From an optimization exercise on the open Yosys and OpenROAD flow, aimed at small area and a short achievable clock period; shortcuts taken in it are not production practice.
The RTL was checked by simulation tests, not by an equivalence proof against the original design.

Setup of run A:
Design vec_fma, start of the top module:
module vec_fma (
    input  wire        clk,
    input  wire        rst,
    input  wire        in_valid,
    input  wire [31:0] in_a,
    input  wire [31:0] in_b,
    input  wire [31:0] in_c,
    output reg         out_valid,
    output reg  [31:0] out_r
);
Size in the first run: roughly 380 flip-flops.
clock: 25.0 ns
lec_check: 0
abc_area: 1
cap_margin: 20
core_margin: 2
core_utilization: 40
slew_margin: 20
standard.sh (not shown) runs the stock make flow with config.mk's settings and CLKGATE_MAP_FILE= SYNTH_SCRIPT=/design/flow/synth_recipe.tcl, a recipe that flattens the netlist after the stock synthesis.
==> flow/flow/run.sh <==
#!/bin/bash
# Standard ORFS layout, with repair_timing aiming for setup slack of at
# least 17 ns at the design's clock period.
set -euo pipefail
bash standard.sh SETUP_SLACK_MARGIN=17 finish > standard.log 2>&1
Modified inputs, run B compared to run A
==> flow/flow/run.sh <==
#!/bin/bash
# Standard ORFS layout, with repair_timing aiming for setup slack of at
# least 18 ns at the design's clock period.
set -euo pipefail
bash standard.sh SETUP_SLACK_MARGIN=18 finish > standard.log 2>&1
-- flow/config.mk --
<<< run A, line 10
export CORE_MARGIN = 2
export CORE_UTILIZATION = 40
export SLEW_MARGIN = 20
>>> run B, line 10
export CORE_MARGIN = 2
export CORE_UTILIZATION = 60
export SLEW_MARGIN = 20
### Flow results
Of run B and run A, run B shows the lower cell count, with run A above it.
Compared with run A, run B shows a lower final design instance area without fill.
Run B vs. run A: final critical path time including I/O delays and setup went down by 670 ps.
Changes observed in run B relative to run A: slack of the critical path saw an increase, number of detailed-routing iterations run before antenna repair went up 3, via density per instance increased about 10%.
Run B vs. run A: post-place setup slack went up by 140 ps.
Relative to run A, the vias after detailed routing of run B is higher by 2.7%.
Run B vs run A — number of tap cells inserted dropped about 36%.
Changes in run C relative to run B:
-- flow/config.mk --
<<< run B, line 10
export CORE_MARGIN = 2
export CORE_UTILIZATION = 60
export SLEW_MARGIN = 20
>>> run C, line 10
export CORE_MARGIN = 2
export CORE_UTILIZATION = 40
export SLEW_MARGIN = 20
## What came out
- In run C, the worst setup slack came out 19 ps above the value in run B.
- The required time of the critical path in run C sits 20 ps above the value recorded for run B.
- Die area: run C worse than run B
- Looking at total number of vias, run C sits 840 below run B.
- From run B to run C the numbers moved as follows: number of rows created at floorplan saw an increase, count of cell instances traversed by the critical path saw an increase.

---

Another version of the RTL of vec_fma (not shown whole).
Size: roughly 5900 cells after synthesis, ~370 flip-flops, about 0.041 sq mm of cells after synthesis.
clock: 25.0 ns
lec_check: 0
abc_area: 1
cap_margin: 20
core_margin: 2
core_utilization: 45
cts_cluster_diameter: 120
cts_cluster_size: 24
slew_margin: 20
==> flow/flow/run.sh <==
#!/bin/bash
# Standard ORFS layout; repair_timing aims for a setup slack of at least
# 18.9 ns at the design's clock period.
set -euo pipefail
bash standard.sh SETUP_SLACK_MARGIN=18.9 'BUFFER_PORTS_ARGS=-buffer_cell sky130_fd_sc_hd__buf_2' finish > standard.log 2>&1
The baseline passed the timing, DRC and antenna checks.
Next try:
==> flow/flow/run.sh (replaced) <==
#!/bin/bash
# Standard ORFS layout; repair_timing aims for a setup slack of at least
# 18.95 ns at the design's clock period.
set -euo pipefail
bash standard.sh SETUP_SLACK_MARGIN=18.95 'BUFFER_PORTS_ARGS=-buffer_cell sky130_fd_sc_hd__buf_2' finish > standard.log 2>&1
CORE_UTILIZATION = 40   (was 45)
TNS_END_PERCENT = 50   (was unset)
Count of clock-buffer cells in the layout came out higher by 1.
Area after synthesis is unchanged.
Design area came out higher by 0.92%.
Hold slack degrades by 0.0079 ns.
Critical path depth does not change.
Next try:
CORE_UTILIZATION = 50   (was 40)
TNS_END_PERCENT = unset   (was 50)
=>
- register-to-register slack is worse by 0.13 ns
- maximum frequency came out higher by 0.76%
- clock-buffer cell count went up by 3
- die area falls by about 20%
- utilization came out higher by 11 points
- global-route usage increases by 7.9 points
- routed wire length goes up by about 0.4%

---

Setup of wip/delta:
Another version of the RTL of vec_fma (not shown whole).
Size: ~6000 cells after synthesis, about 360 flip-flops, roughly 130 I/O pins, roughly 41000 µm² of cells after synthesis.
clock: 25.0 ns
lec_check: 0
abc_area: 1
cap_margin: 20
core_margin: 2
core_utilization: 50
place_density: 0.7
slew_margin: 20
==> flow/flow/run.sh <==
#!/bin/bash
# Standard ORFS layout; repair_timing aims for a setup slack of at least
# 19 ns at the design's clock period.
set -euo pipefail
bash standard.sh SETUP_SLACK_MARGIN=19  finish > standard.log 2>&1
wip/delta: full flow OK, the timing, DRC and antenna checks passed
Relative to wip/delta, the following input files were edited for wip/garnet:
Settings: PLACE_DENSITY: 0.7 -> unset; CORE_UTILIZATION: 50 -> 40.
==> flow/flow/run.sh <==
#!/bin/bash
# Standard ORFS layout; repair_timing aims for a setup slack of at least
# 18.95 ns at the design's clock period.
set -euo pipefail
bash standard.sh SETUP_SLACK_MARGIN=18.95  finish > standard.log 2>&1
Findings:
- | slew at the pin closest to its max-slew limit | wip/garnet vs wip/delta | 0.37 ns lower |
- Looking at slowest stage cell on the critical path, the sky130_fd_sc_hd__dfxtp_1 result is from wip/delta; the sky130_fd_sc_hd__dfxtp_2 one comes from wip/garnet.
- Status | wip/garnet and wip/delta | clean
- Of wip/garnet and wip/delta, the run reporting the lower antenna diode instance count was wip/garnet.
- wip/garnet vs wip/delta — number of buffers other than clock buffers in the final layout dropped by a few percent
- Higher average via count per standard cell was reported by wip/delta, not wip/garnet.
- Status: met2 wire length parity (wip/delta, wip/garnet)
- Number of buffers on the longest clock path came out exactly the same in wip/garnet and wip/delta.
The inputs of wip/pepper differ from those of wip/garnet as listed below.
==> flow/flow/run.sh <==
#!/bin/bash
# Standard ORFS layout; repair_timing aims for a setup slack of at least
# 19 ns at the design's clock period.
set -euo pipefail
bash standard.sh SETUP_SLACK_MARGIN=19  finish > standard.log 2>&1
Going from wip/garnet to wip/pepper, fraction of the core area covered by cells at the end of the flow went up 0.34 points, net total in the final layout held.
[compare] base=wip/garnet new=wip/pepper: fraction of area in non-clock buffers saw an increase; footprint of the multi-input gates picked up an extra 0.31%; synthesis-to-layout area growth higher.
Input-level comparison between wip/indigo and wip/pepper:
Settings: TNS_END_PERCENT now 0, previously not set.
==> results.txt <==
Compared to wip/pepper, wip/indigo has critical path depth 3 higher.
Relative to wip/pepper, minimum setup slack among reg-to-reg paths decreased by 0.06 ns in wip/indigo.
Cmp wip/pepper and wip/indigo / buffering overhead / higher: wip/pepper
Diff wip/pepper -> wip/indigo: number of clock-tree buffers in the layout grew by 2; storage element area lost about 0.35%; fraction of the core area covered by cells at the end of the flow fell 1.1 points.

---

vec_fma, a different RTL version from the one above (not shown whole).
For scale: roughly 6,300 cells after synthesis, ~360 flip-flops, roughly 46,000 sq um of cells after synthesis.
Settings: LEC_CHECK=0, ABC_AREA=0, CAP_MARGIN=20, CORE_MARGIN=2, CORE_UTILIZATION=40, SLEW_MARGIN=20; clock period 25.0 ns.
==> flow/flow/run.sh <==
#!/bin/bash
# Standard ORFS layout; repair_timing aims for a setup slack of at least
# 18.95 ns at the design's clock period.
set -euo pipefail
bash standard.sh SETUP_SLACK_MARGIN=18.95 'BUFFER_PORTS_ARGS=-buffer_cell sky130_fd_sc_hd__buf_2' finish > standard.log 2>&1
The baseline went through all stages and came out clean.
Rerun with:
==> flow/flow/run.sh (replaced) <==
#!/bin/bash
# Standard ORFS layout; repair_timing aims for a setup slack of at least
# 19.15 ns at the design's clock period.
set -euo pipefail
bash standard.sh SETUP_SLACK_MARGIN=19.15 'BUFFER_PORTS_ARGS=-buffer_cell sky130_fd_sc_hd__buf_2' finish > standard.log 2>&1
--- a/flow/config.mk
+++ b/flow/config.mk
@@ -8 +8 @@
-export ABC_AREA = 0
+export ABC_AREA = 1
@@ -11,0 +12,2 @@
+export CTS_CLUSTER_DIAMETER = 110
+export CTS_CLUSTER_SIZE = 27
Outcome: The changed run produced a clean layout. Die area decreases by 11%. Sequential share of layout area increases by 1.9 points. Critical path depth decreases by 28. Setup slack improves by 610 ps. Register-to-register slack improves by 990 ps. Final cell count decreases by 4.1%. Core utilization decreases by 1.1 points. First-iteration DRC count decreases by 26%.

---

vec_fma with an RTL version that a note above also has.
Size in the first run: ~5,900 cells after synthesis, roughly 370 flip-flops, about 130 I/O pins, ~41,000 sq um of cells after synthesis.
==> flow/config.mk <==
export PLATFORM = sky130hd
export DESIGN_NAME = vec_fma
export DESIGN_NICKNAME = vec_fma
export VERILOG_FILES = /design/flow/design.v
export SDC_FILE = /design/flow/constraint.sdc
export NUM_CORES = 4
export LEC_CHECK = 0
export ABC_AREA = 1
export CAP_MARGIN = 20
export CORE_MARGIN = 2
export CORE_UTILIZATION = 45
export CTS_CLUSTER_DIAMETER = 120
export CTS_CLUSTER_SIZE = 24
export SLEW_MARGIN = 20
==> flow/constraint.sdc <==
create_clock -name core_clock -period 25.0 [get_ports {clk}]
set_input_delay 5.0000 -clock core_clock [delete_from_list [all_inputs] [get_ports {clk}]]
set_output_delay 5.0000 -clock core_clock [all_outputs]
set_load 0.01 [all_outputs]
==> flow/flow/run.sh <==
#!/bin/bash
# Standard ORFS layout; repair_timing aims for a setup slack of at least
# 18.95 ns at the design's clock period.
set -euo pipefail
bash standard.sh SETUP_SLACK_MARGIN=18.95 'BUFFER_PORTS_ARGS=-buffer_cell sky130_fd_sc_hd__buf_2' finish > standard.log 2>&1
==> next run, changes <==
- CORE_UTILIZATION: 45 -> 40
- CTS_CLUSTER_DIAMETER: 120 -> 100
- CTS_CLUSTER_SIZE: 24 -> 20
Result:
- wire length falls by 2.0%
- critical path depth stays the same
- area after synthesis does not change
- maximum frequency drops by 0.62%
- count of clock-buffer cells in the layout went up by 7
==> next run, changes <==
==> flow/flow/run.sh (replaced) <==
#!/bin/bash
# Standard ORFS layout; repair_timing aims for a setup slack of at least
# 18.9 ns at the design's clock period.
set -euo pipefail
bash standard.sh SETUP_SLACK_MARGIN=18.9 'BUFFER_PORTS_ARGS=-buffer_cell sky130_fd_sc_hd__buf_2' finish > standard.log 2>&1
- CTS_CLUSTER_DIAMETER: 100 -> 120
- CTS_CLUSTER_SIZE: 20 -> 24
Clock-buffer cell count falls by 6.
Cell area barely changes.
Sequential share of layout area is about the same.
Via count stays flat.
Wire length barely changes.

---

vec_fma, a different RTL version from the one above (not shown whole).
For scale: about 6000 cells after synthesis, roughly 370 flip-flops, about 0.041 sq mm of cells after synthesis.
// vec_fma
module vec_fma (
    input  wire        clk,
    input  wire        rst,
    input  wire        in_valid,
    input  wire [31:0] in_a,
    input  wire [31:0] in_b,
    input  wire [31:0] in_c,
    output reg         out_valid,
    output reg  [31:0] out_r
);
==> flow/config.mk <==
export PLATFORM = sky130hd
export DESIGN_NAME = vec_fma
export DESIGN_NICKNAME = vec_fma
export VERILOG_FILES = /design/flow/design.v
export SDC_FILE = /design/flow/constraint.sdc
export NUM_CORES = 4
export LEC_CHECK = 0
export ABC_AREA = 1
export CAP_MARGIN = 20
export CORE_MARGIN = 2
export CORE_UTILIZATION = 40
export CTS_CLUSTER_DIAMETER = 120
export CTS_CLUSTER_SIZE = 24
export SLEW_MARGIN = 20
==> flow/constraint.sdc <==
create_clock -name core_clock -period 25.0 [get_ports {clk}]
set_input_delay 5.0000 -clock core_clock [delete_from_list [all_inputs] [get_ports {clk}]]
set_output_delay 5.0000 -clock core_clock [all_outputs]
set_load 0.01 [all_outputs]
==> flow/flow/run.sh <==
#!/bin/bash
# Standard ORFS layout; repair_timing aims for a setup slack of at least
# 18.95 ns at the design's clock period.
set -euo pipefail
bash standard.sh SETUP_SLACK_MARGIN=18.95 'BUFFER_PORTS_ARGS=-buffer_cell sky130_fd_sc_hd__buf_2' finish > standard.log 2>&1
Rerun with:
Settings changed: CTS_CLUSTER_DIAMETER 120 to 100, CTS_CLUSTER_SIZE 24 to 20.
The changed run completed without violations.
Routed wire length stays flat.
Die area is unchanged.
Utilization rose by 0.23 points.
Cell area climbs by 0.52%.
Worst setup slack degrades by 0.012 ns.
Via count is about the same.
Worst hold slack degrades by 0.0037 ns.

---

vec_fma with an RTL version that a note above also has.
Size in the first run: roughly 5,900 cells after synthesis, roughly 130 I/O pins, about 0.041 mm^2 of cells after synthesis.
Design vec_fma, start of the top module:
module vec_fma (
    input  wire        clk,
    input  wire        rst,
    input  wire        in_valid,
    input  wire [31:0] in_a,
    input  wire [31:0] in_b,
    input  wire [31:0] in_c,
    output reg         out_valid,
    output reg  [31:0] out_r
);
==> flow/config.mk <==
export PLATFORM = sky130hd
export DESIGN_NAME = vec_fma
export DESIGN_NICKNAME = vec_fma
export VERILOG_FILES = /design/flow/design.v
export SDC_FILE = /design/flow/constraint.sdc
export NUM_CORES = 4
export LEC_CHECK = 0
export ABC_AREA = 1
export CAP_MARGIN = 20
export CORE_MARGIN = 2
export CORE_UTILIZATION = 40
export SLEW_MARGIN = 20
==> flow/constraint.sdc <==
create_clock -name core_clock -period 25.0 [get_ports {clk}]
set_input_delay 5.0000 -clock core_clock [delete_from_list [all_inputs] [get_ports {clk}]]
set_output_delay 5.0000 -clock core_clock [all_outputs]
set_load 0.01 [all_outputs]
==> flow/flow/run.sh <==
#!/bin/bash
# Standard ORFS layout; repair_timing aims for a setup slack of at least
# 19 ns at the design's clock period.
set -euo pipefail
bash standard.sh SETUP_SLACK_MARGIN=19 'BUFFER_PORTS_ARGS=-buffer_cell sky130_fd_sc_hd__buf_2' finish > standard.log 2>&1
Change:
==> flow/flow/run.sh (replaced) <==
#!/bin/bash
# Standard ORFS layout; repair_timing aims for a setup slack of at least
# 19 ns at the design's clock period.
set -euo pipefail
bash standard.sh SETUP_SLACK_MARGIN=19  finish > standard.log 2>&1
- CTS_BUF_LIST: default -> sky130_fd_sc_hd__clkbuf_8
After rerunning: The changed run completed with no timing, DRC or antenna violations. Setup slack degrades by 0.098 ns. Wire length climbs slightly. Clock-buffer cell count climbs by 36. Final area drops slightly. Flip-flop and latch count is unchanged. Final cell count is about the same. Hold slack degrades by 0.014 ns. Fmax drops slightly. Register-to-register slack barely changes. Global-route usage climbs by 0.32 points.
Change:
==> flow/flow/run.sh (replaced) <==
#!/bin/bash
# Standard ORFS layout, with repair_timing aiming for setup slack of at
# least 19 ns at the design's clock period.
set -euo pipefail
bash standard.sh SETUP_SLACK_MARGIN=19 finish > standard.log 2>&1
- CTS_BUF_LIST: sky130_fd_sc_hd__clkbuf_8 -> default
Synthesized cell count does not change; routed wire length decreases by about 0.7%; clock-buffer cell count decreases by 30; maximum frequency increases by 1.6%; sequential cell count stays the same; non-clock buffer count increases by 7.

## separate check: timing with driven ports
The flow's constraints put no driver on any port. The routed layouts listed below were extracted and timed again, unchanged, in two steps.
Step 1 assumes that a clkbuf_16 drives the clock port and a buf_2 every other input.
Step 2 adds t to the input delays and takes it off the output delays; t is the mean of the earliest and latest rising clock arrival at the registers after step 1. Input paths then give back, and output paths get back, about the clock's delay inside the block.
Three values: ideal ports, drivers, drivers and shift; two values: the first two.
| run | t (ns) | slack for setup (ns) | clock arrival spread, ns | worst slew at a driven data input, ns |
|---|---|---|---|---|
| run A | 0.683 | 17.642 / 17.642 / 17.642 | 0.014 / 0.014 | 0.06 |
| run B | 0.665 | 18.310 / 18.310 / 18.256 | 0.030 / 0.030 | 0.05 |
| run C | 0.680 | 18.330 / 18.330 / 17.890 | 0.015 / 0.014 | 0.06 |
| the first run of note 2 | 0.672 | 18.950 / 18.882 / 18.447 | 0.036 / 0.035 | 0.04 |
| the second run of note 2 | 0.703 | 18.897 / 18.823 / 18.444 | 0.030 / 0.030 | 0.06 |
| the third run of note 2 | 0.667 | 18.943 / 18.875 / 18.327 | 0.037 / 0.037 | 0.06 |
| wip/delta | 0.694 | 18.934 / 18.867 / 18.414 | 0.057 / 0.057 | 0.05 |
| wip/garnet | 0.703 | 18.926 / 18.859 / 18.440 | 0.059 / 0.060 | 0.05 |
| wip/pepper | 0.695 | 18.928 / 18.860 / 18.441 | 0.050 / 0.049 | 0.06 |
| wip/indigo | 0.706 | 18.898 / 18.844 / 18.222 | 0.044 / 0.044 | 0.04 |
| the first run of note 4 | 0.693 | 18.306 / 18.306 / 18.306 | 0.034 / 0.033 | 0.06 |
| the second run of note 4 | 0.705 | 18.919 / 18.851 / 18.743 | 0.036 / 0.036 | 0.04 |
| the first run of note 5 | 0.677 | 18.959 / 18.889 / 18.420 | 0.046 / 0.046 | 0.04 |
| the second run of note 5 | 0.704 | 18.922 / 18.848 / 18.456 | 0.045 / 0.045 | 0.06 |
| the third run of note 5 | 0.699 | 18.928 / 18.854 / 18.474 | 0.036 / 0.036 | 0.06 |
| the first run of note 6 | 0.689 | 18.861 / 18.785 / 18.493 | 0.025 / 0.025 | 0.05 |
| the second run of note 6 | 0.708 | 18.849 / 18.772 / 18.461 | 0.032 / 0.032 | 0.05 |
| the first run of note 7 | 0.696 | 18.948 / 18.873 / 18.615 | 0.021 / 0.020 | 0.14 |
| the second run of note 7 | 0.787 | 18.850 / 18.778 / 18.394 | 0.063 / 0.064 | 0.06 |
| the third run of note 7 | 0.680 | 18.946 / 18.876 / 18.433 | 0.018 / 0.018 | 0.06 |
After both steps setup and hold are still met in every run listed. The setup slack of wip/indigo, which loses most, moves by -0.054 ns with the drivers and by -0.676 ns with both steps.
